This is an optimization exercise on Yosys and OpenROAD, whose aim is small area, a short achievable clock period and few clock cycles per item, not a production implementation. The RTL was checked by simulation tests, not by an equivalence proof against the original design.

==> design/flow/design.v <==
module tau_arith (
    input  wire        clk,
    input  wire        rst,           
    input  wire        in_valid,
    output wire        in_ready,
    input  wire        in_fn,         
    input  wire [63:0] in_a,
    input  wire [63:0] in_b,
    output reg         out_valid,
    output reg  [63:0] out_result,
    output reg         out_range
);
    localparam [31:0] NS_PER_SEC = 32'd1_000_000_000;
    localparam [24:0] D5         = 25'd1_953_125;           
    reg        s1_v;
    reg        s1_fn;
    reg        s1_rng;            
    reg [31:0] s1_ahi;            
    reg [29:0] s1_alo;            
    reg [63:0] s1_x;              
    reg        busy;              
    reg  [3:0] cnt;               
    reg        neg;               
    reg [35:0] dq;                
    assign in_ready = !s1_v || !busy;
    wire in_abad = (in_a[31:0] >= NS_PER_SEC);
    wire in_bbad = (in_b[31:0] >= NS_PER_SEC);
    always @(posedge clk) begin
        if (in_ready) begin
            s1_fn  <= in_fn;
            s1_rng <= in_abad | (in_fn & in_bbad);
            s1_ahi <= in_a[63:32];
            s1_alo <= in_fn ? 30'd0 : in_a[29:0];
            s1_x[63:32] <= in_fn ? (in_a[63:32] - in_b[63:32]) : in_b[63:32];
            s1_x[31:0]  <= in_fn ? (in_a[31:0] - in_b[31:0]) : in_b[31:0];
        end
        if (rst)
            s1_v <= 1'b0;
        else if (in_ready)
            s1_v <= in_valid;
    end
    wire        g  = s1_fn;
    wire [31:0] du = s1_x[63:32] & {32{g}};
    wire [31:0] dn = ~s1_x[63:32] & {32{g}};
    reg  [63:0] kd;
    always @(*) begin
        case ({g, s1_x[63], s1_x[31]})
            3'b100:  kd = 64'hfb7ac00004854000;
            3'b101:  kd = 64'hfb7abfff04854000;
            3'b110:  kd = 64'hbfdff60004854000;
            3'b111:  kd = 64'hbfdff5ff04854000;
            default: kd = 64'd0;
        endcase
    end
    wire [63:0] xrow = {s1_x[63:32] & {32{~g}}, s1_x[31:0]};
    wire [63:0] sum  = kd + xrow + {34'd0, s1_alo}
        + {23'd0, du, 9'd0} + {21'd0, du, 11'd0} + {18'd0, dn, 14'd0}
        + {16'd0, dn, 16'd0} + {14'd0, dn, 18'd0} + {11'd0, du, 21'd0}
        + {9'd0, dn, 23'd0}  + {6'd0, dn, 26'd0}  + {2'd0, du, 30'd0};
    wire        t_neg = s1_x[63] & sum[63];
    wire [54:0] u_v   = sum[63:9] ^ {55{t_neg}};
    wire        m_one   = (&s1_x[63:31]) | ~(|s1_x[63:31]);    
    wire        m_three = (&s1_x[63:40]) | ~(|s1_x[63:40]);    
    reg  [20:0] r_init;
    reg  [35:0] dq_init;
    reg  [3:0]  cnt_init;
    always @(*) begin
        if (m_one) begin
            r_init   = {1'b0, u_v[23:4]};
            dq_init  = {u_v[3:0], 32'd0};
            cnt_init = 4'd1;
        end else if (m_three) begin
            r_init   = {1'b0, u_v[31:12]};
            dq_init  = {u_v[11:0], 24'd0};
            cnt_init = 4'd3;
        end else begin
            r_init   = {2'b0, u_v[54:36]};
            dq_init  = u_v[35:0];
            cnt_init = 4'd9;
        end
    end
    wire [20:0] rem  = out_result[29:9];
    wire [24:0] rp   = {rem, dq[35:32]};
    wire        last = (cnt == 4'd1);
    wire        fneg = neg & last;   
    wire [16:0] ge;
    genvar gi;
    assign ge[0]  = 1'b1;
    assign ge[16] = 1'b0;
    generate
        for (gi = 1; gi < 16; gi = gi + 1) begin : g_cmp
            assign ge[gi] = (rp >= gi * D5);
        end
    endgenerate
    wire [15:0] sel = ge[15:0] & ~ge[16:1];
    reg [3:0]  d;
    reg [24:0] k, kp, kn;
    integer j;
    always @(*) begin
        d = 4'd0;
        k = 25'd0;
        for (j = 0; j < 16; j = j + 1) begin
            case (j)
                4'd0: begin kp = 25'd0; kn = 25'd1953125; end
                4'd1: begin kp = 25'd31601307; kn = 25'd3906250; end
                4'd2: begin kp = 25'd29648182; kn = 25'd5859375; end
                4'd3: begin kp = 25'd27695057; kn = 25'd7812500; end
                4'd4: begin kp = 25'd25741932; kn = 25'd9765625; end
                4'd5: begin kp = 25'd23788807; kn = 25'd11718750; end
                4'd6: begin kp = 25'd21835682; kn = 25'd13671875; end
                4'd7: begin kp = 25'd19882557; kn = 25'd15625000; end
                4'd8: begin kp = 25'd17929432; kn = 25'd17578125; end
                4'd9: begin kp = 25'd15976307; kn = 25'd19531250; end
                4'd10: begin kp = 25'd14023182; kn = 25'd21484375; end
                4'd11: begin kp = 25'd12070057; kn = 25'd23437500; end
                4'd12: begin kp = 25'd10116932; kn = 25'd25390625; end
                4'd13: begin kp = 25'd8163807; kn = 25'd27343750; end
                4'd14: begin kp = 25'd6210682; kn = 25'd29296875; end
                4'd15: begin kp = 25'd4257557; kn = 25'd31250000; end
                default: begin kp = 25'd0; kn = 25'd0; end
            endcase
            if (sel[j]) begin
                d = d | j[3:0];
                k = k | (fneg ? kn : kp);
            end
        end
    end
    wire [20:0] r_step = (rp[20:0] ^ {21{fneg}}) + k[20:0];
    wire [31:0] sec_b = out_result[63:32];
    wire [27:0] qh    = dq[27:0] ^ {28{neg}};
    wire [3:0]  ql    = d ^ {4{neg}};
    wire [27:0] ph0   = sec_b[31:4] + qh;
    wire [27:0] ph1   = ph0 + 28'd1;
    wire [4:0]  pl    = {1'b0, sec_b[3:0]} + {1'b0, ql};
    wire [31:0] sec_v = {pl[4] ? ph1 : ph0, pl[3:0]};
    always @(posedge clk) begin
        if (rst) begin
            busy      <= 1'b0;
            out_valid <= 1'b0;
        end else if (busy) begin
            dq  <= {dq[31:0], d};
            cnt <= cnt - 4'd1;
            out_result[29:9] <= r_step;
            if (last) begin
                busy      <= 1'b0;
                out_valid <= 1'b1;
                out_range <= 1'b0;
                out_result[63:32] <= sec_v;
            end else begin
                out_valid <= 1'b0;
            end
        end else if (s1_v) begin
            if (s1_rng) begin
                out_valid  <= 1'b1;
                out_result <= 64'd0;
                out_range  <= 1'b1;
            end else if (s1_fn) begin
                out_valid  <= 1'b1;
                out_result <= sum;
                out_range  <= 1'b0;
            end else begin
                out_valid  <= 1'b0;
                busy       <= 1'b1;
                neg        <= t_neg;
                cnt        <= cnt_init;
                dq         <= dq_init;
                out_result <= {s1_ahi, 2'b00, r_init, sum[8:0]};
            end
        end else begin
            out_valid <= 1'b0;
        end
    end
endmodule
==> design/flow/run.sh <==
#!/bin/bash
# synth_recipe.tcl (not shown) runs the flow's synth.tcl, then flattens the netlist and writes it again
# the make line also repeats each setting of config.mk as NAME=value (left out here)
make -C /OpenROAD-flow-scripts/flow DESIGN_CONFIG=/design/flow/config.mk WORK_HOME=/design/flow/orfs CLKGATE_MAP_FILE= SYNTH_SCRIPT=/design/flow/synth_recipe.tcl finish
==> design/flow/config.mk <==
export PLATFORM = sky130hd
export DESIGN_NAME = tau_arith
export DESIGN_NICKNAME = tau_arith
export VERILOG_FILES = /design/flow/design.v
export SDC_FILE = /design/flow/constraint.sdc
export NUM_CORES = 4
export LEC_CHECK = 0
export CAP_MARGIN = 20
export CORE_MARGIN = 2
export CORE_UTILIZATION = 40
export SLEW_MARGIN = 20
==> design/flow/constraint.sdc <==
create_clock -name core_clock -period 14.0 [get_ports {clk}]
set_input_delay 2.8000 -clock core_clock [delete_from_list [all_inputs] [get_ports {clk}]]
set_output_delay 2.8000 -clock core_clock [all_outputs]
set_load 0.01 [all_outputs]
==> out/results.ini <==
[synthesis]
synth_nets = 4193
yosys_most_used_dff = edfxtp_1
syn_area_um2 = 32100
ys_types = 97
ys_seq_area_frac = 0.220
synth_edf_count = 234
syn_avg_cell_area_um2 = 9.30
async_flop_share = 0
yosys_warnings = 1
synthCells = 3456
ys_seq_elements = 237

[finish]
fill_cells = 7706
final_cell_mix = inv_1 (330), ha_1 (308), fa_1 (297)
syn_to_final_growth_pct = 12.4
nets = 4305
layout_commonest_cell = inv_1
stdcell_count = 4640
layout-drive-gt1-share = 0.0370
diodes = 0

[worst_setup_path]
path_class = flop to flop
r2r-start = s1_fn
cp_max_fo = 58
critPathRequiredTime_ns = 14.35
cp.arrival_ns = 8.65
critPathLaunch = s1_fn
crit_path_end_kind = flop
start_kind = flop

[sta]
post-route-min-period_ns = 8.30
holdWs_ns = 0.567
drv_slew = 0
skew_ns = 0.0363
finalHoldViolations = 0
setup_tns_ns = 0
rsz0062_at_grt = no
fmax_ghz = 0.120
worst_slack_ns = 5.70
slew_headroom = 0.100
tightest_slew_ns = 1.34
fin_crit_sh = 0.593
finalSetupViolCount = 0

[grt]
grt_pass1_wl_um = 168000
grt_antenna_before_repair = 0
grt_usage = 0.268
first_global_vias = 26600
grt_max_degree = 75
grt_overflow = 0

[drt]
num_vias = 27300
drtPass1Iterations = 6
via_per_inst = 5.87
drt_iter0_markers = 2486
drc = 0
wl_um = 112000
avgRoutedWirePerCell_um = 24.2
ant_nets = 0

[min_path]
hp-class = flop to flop
hold_start = dq[28]

[floorplanning]
dieWidth_um = 287
start_util = 0.406
die_h_um = 287
rows = 103
core-area_um2 = 79300
io_pins = 199
die_area_um2 = 82700

[status]
outcome = no timing/DRC/antenna violations

[flow_run]
cap_violations = 0

[placement]
port_buffers = 198
place.gp.congestion = 1.01
dp_hpwl_um = 91600
dp.cells = 4587
place_ws_ns = 5.75

[clock_tree]
clk_path_buf_depth = 3
cts_sinks = 237
clock_latency_ns = 0.61
clk_pin_slew_ns = 0.07
cts_tree = done
ctsHoldBuffers = 0
cts_resized = 0
cts_setup_buffers = 0
h-tree-depth = 1
cts-root-buf = clkbuf_16
cts_buffers = 29

-- cell usage after synthesis (all sizes together) (9+ instances only) --
library cell / number / share of area
o31a: 9 / 0.0027
o31ai: 21 / 0.0051
a22oi: 22 / 0.0051
o221ai: 11 / 0.0030
nand4b: 9 / 0.0025
mux2i: 44 / 0.014
nor4: 28 / 0.0056
a22o: 33 / 0.0090
nor3: 54 / 0.0088
buf: 32 / 0.0047
ha: 308 / 0.12
a221oi: 10 / 0.0027
and3: 32 / 0.0062
o21ai: 195 / 0.030
o311ai: 9 / 0.0025
or2: 21 / 0.0041
nor2: 186 / 0.022
xor2: 106 / 0.029
a211oi: 18 / 0.0042
fa: 297 / 0.18
a31oi: 36 / 0.0070
nand3: 77 / 0.012
o2111ai: 9 / 0.0025
a21o: 86 / 0.020
nor2b: 83 / 0.016
a41oi: 11 / 0.0030
o211ai: 19 / 0.0046
nor3b: 11 / 0.0026
clkbuf: 115 / 0.013
o21bai: 26 / 0.0061
edfxtp: 234 / 0.22
nand2b: 40 / 0.0078
nand2: 250 / 0.029
and2: 56 / 0.011
inv: 332 / 0.039
o22ai: 26 / 0.0051
xnor2: 164 / 0.045
a211o: 13 / 0.0035
a21oi: 200 / 0.031
or3: 19 / 0.0037
o21a: 30 / 0.0072
nand4: 58 / 0.011
-- sequential cells by signal, summed over array words and instances (netlist names), 4 cells and up --
register and flops:
s1_ahi 32, cnt 4, out_result 64, s1_x 64, dq 36, s1_alo 30
-- cell type report --
type                    instances  area, um^2  area share
inverters                     332        1250      0.0345
clock inverters                18         195     0.00540
multi-input cells            2740       23300       0.644
repair buffers                228        2260      0.0627
well taps                    1050        1310      0.0364
clock buffers                  35         748      0.0207
flip-flops and latches        237        7090       0.196
-- final timing paths --
check,endpoint,slack [ns],cells after the start
worst max-delay path,dq[33],5.70,22
worst min-delay path,dq[32],0.57,1
worst max register to register,dq[33],5.70,22
worst min register to register,dq[32],0.57,1
-- metrics by stage --
step	cell area, um^2	util
after floorplan	32100	-
after global placement	35100	0.443
after detailed placement	35200	0.444
after CTS	36100	0.456
after global routing	36100	0.456
final	36100	0.456
-- per-layer routing --
| metal | GRT usage | part of all wire | vias up |
|---|---|---|---|
| met5 | 0 | 0 | - |
| met4 | 0.0945 | 0.042 | 0 |
| met3 | 0.0420 | 0.077 | 225 |
| met2 | 0.422 | 0.45 | 1219 |
| met1 | 0.373 | 0.43 | 13200 |
| li1 | - | - | 12600 |
-- critical path, stage by stage (launching register included) --
cell and delay [ns]:
edfxtp_1 0.32, buf_4 0.46, inv_2 0.15, buf_4 0.36, nor2_1 0.61, fa_1 0.56, fa_1 0.54, fa_1 0.44
fa_1 0.55, fa_1 0.51, ha_1 0.50, a21oi_1 0.12, o21ai_0 0.25, nor2_1 0.09, and3_1 0.18, a21bo_2 0.24
o31a_1 0.39, o31a_1 0.33, nand4b_1 0.09, buf_4 0.67, inv_2 0.21, xnor2_1 0.19, mux2_2 0.26
-- kinds of logic after synthesis --
kind of cell	after synthesis	share of synthesized area
flip-flops	237	0.220
adder cells (fa/ha/maj)	605	0.305
XOR/XNOR	270	0.0736
AND/OR/NAND/NOR	963	0.153
buffers and inverters	479	0.0569
multiplexers	51	0.0162
AO/OA/AOI/OAI	851	0.175
Testbench counts, summed over its fixed seeds: cycles 44,315, items 16,000.

## afterwards: timing with drivers on the ports
Ports are ideal in the flow. The routed layout listed here was re-timed in OpenROAD.
Step 1 assumes that a clkbuf_16 drives the clock port and a buf_2 every other input.
Step 2, shift: input delay + t, output delay - t, t = (earliest + latest rising clock arrival at the registers) / 2. This alone moves slack from input paths to output paths.
Three values: no drivers, after step 1, after step 2; two values: the first two.
t (ns): 0.651
setup slack, ns: 5.700 / 5.700 / 5.700
worst hold slack (ns): 0.567 / 0.567 / 0.567
worst setup path after step 2: register to register
worst slew at a driven data input, ns: 0.15
After both steps this run still meets setup and hold. The setup slack of this run moves by 0.000 ns with the drivers and by 0.000 ns with both steps.
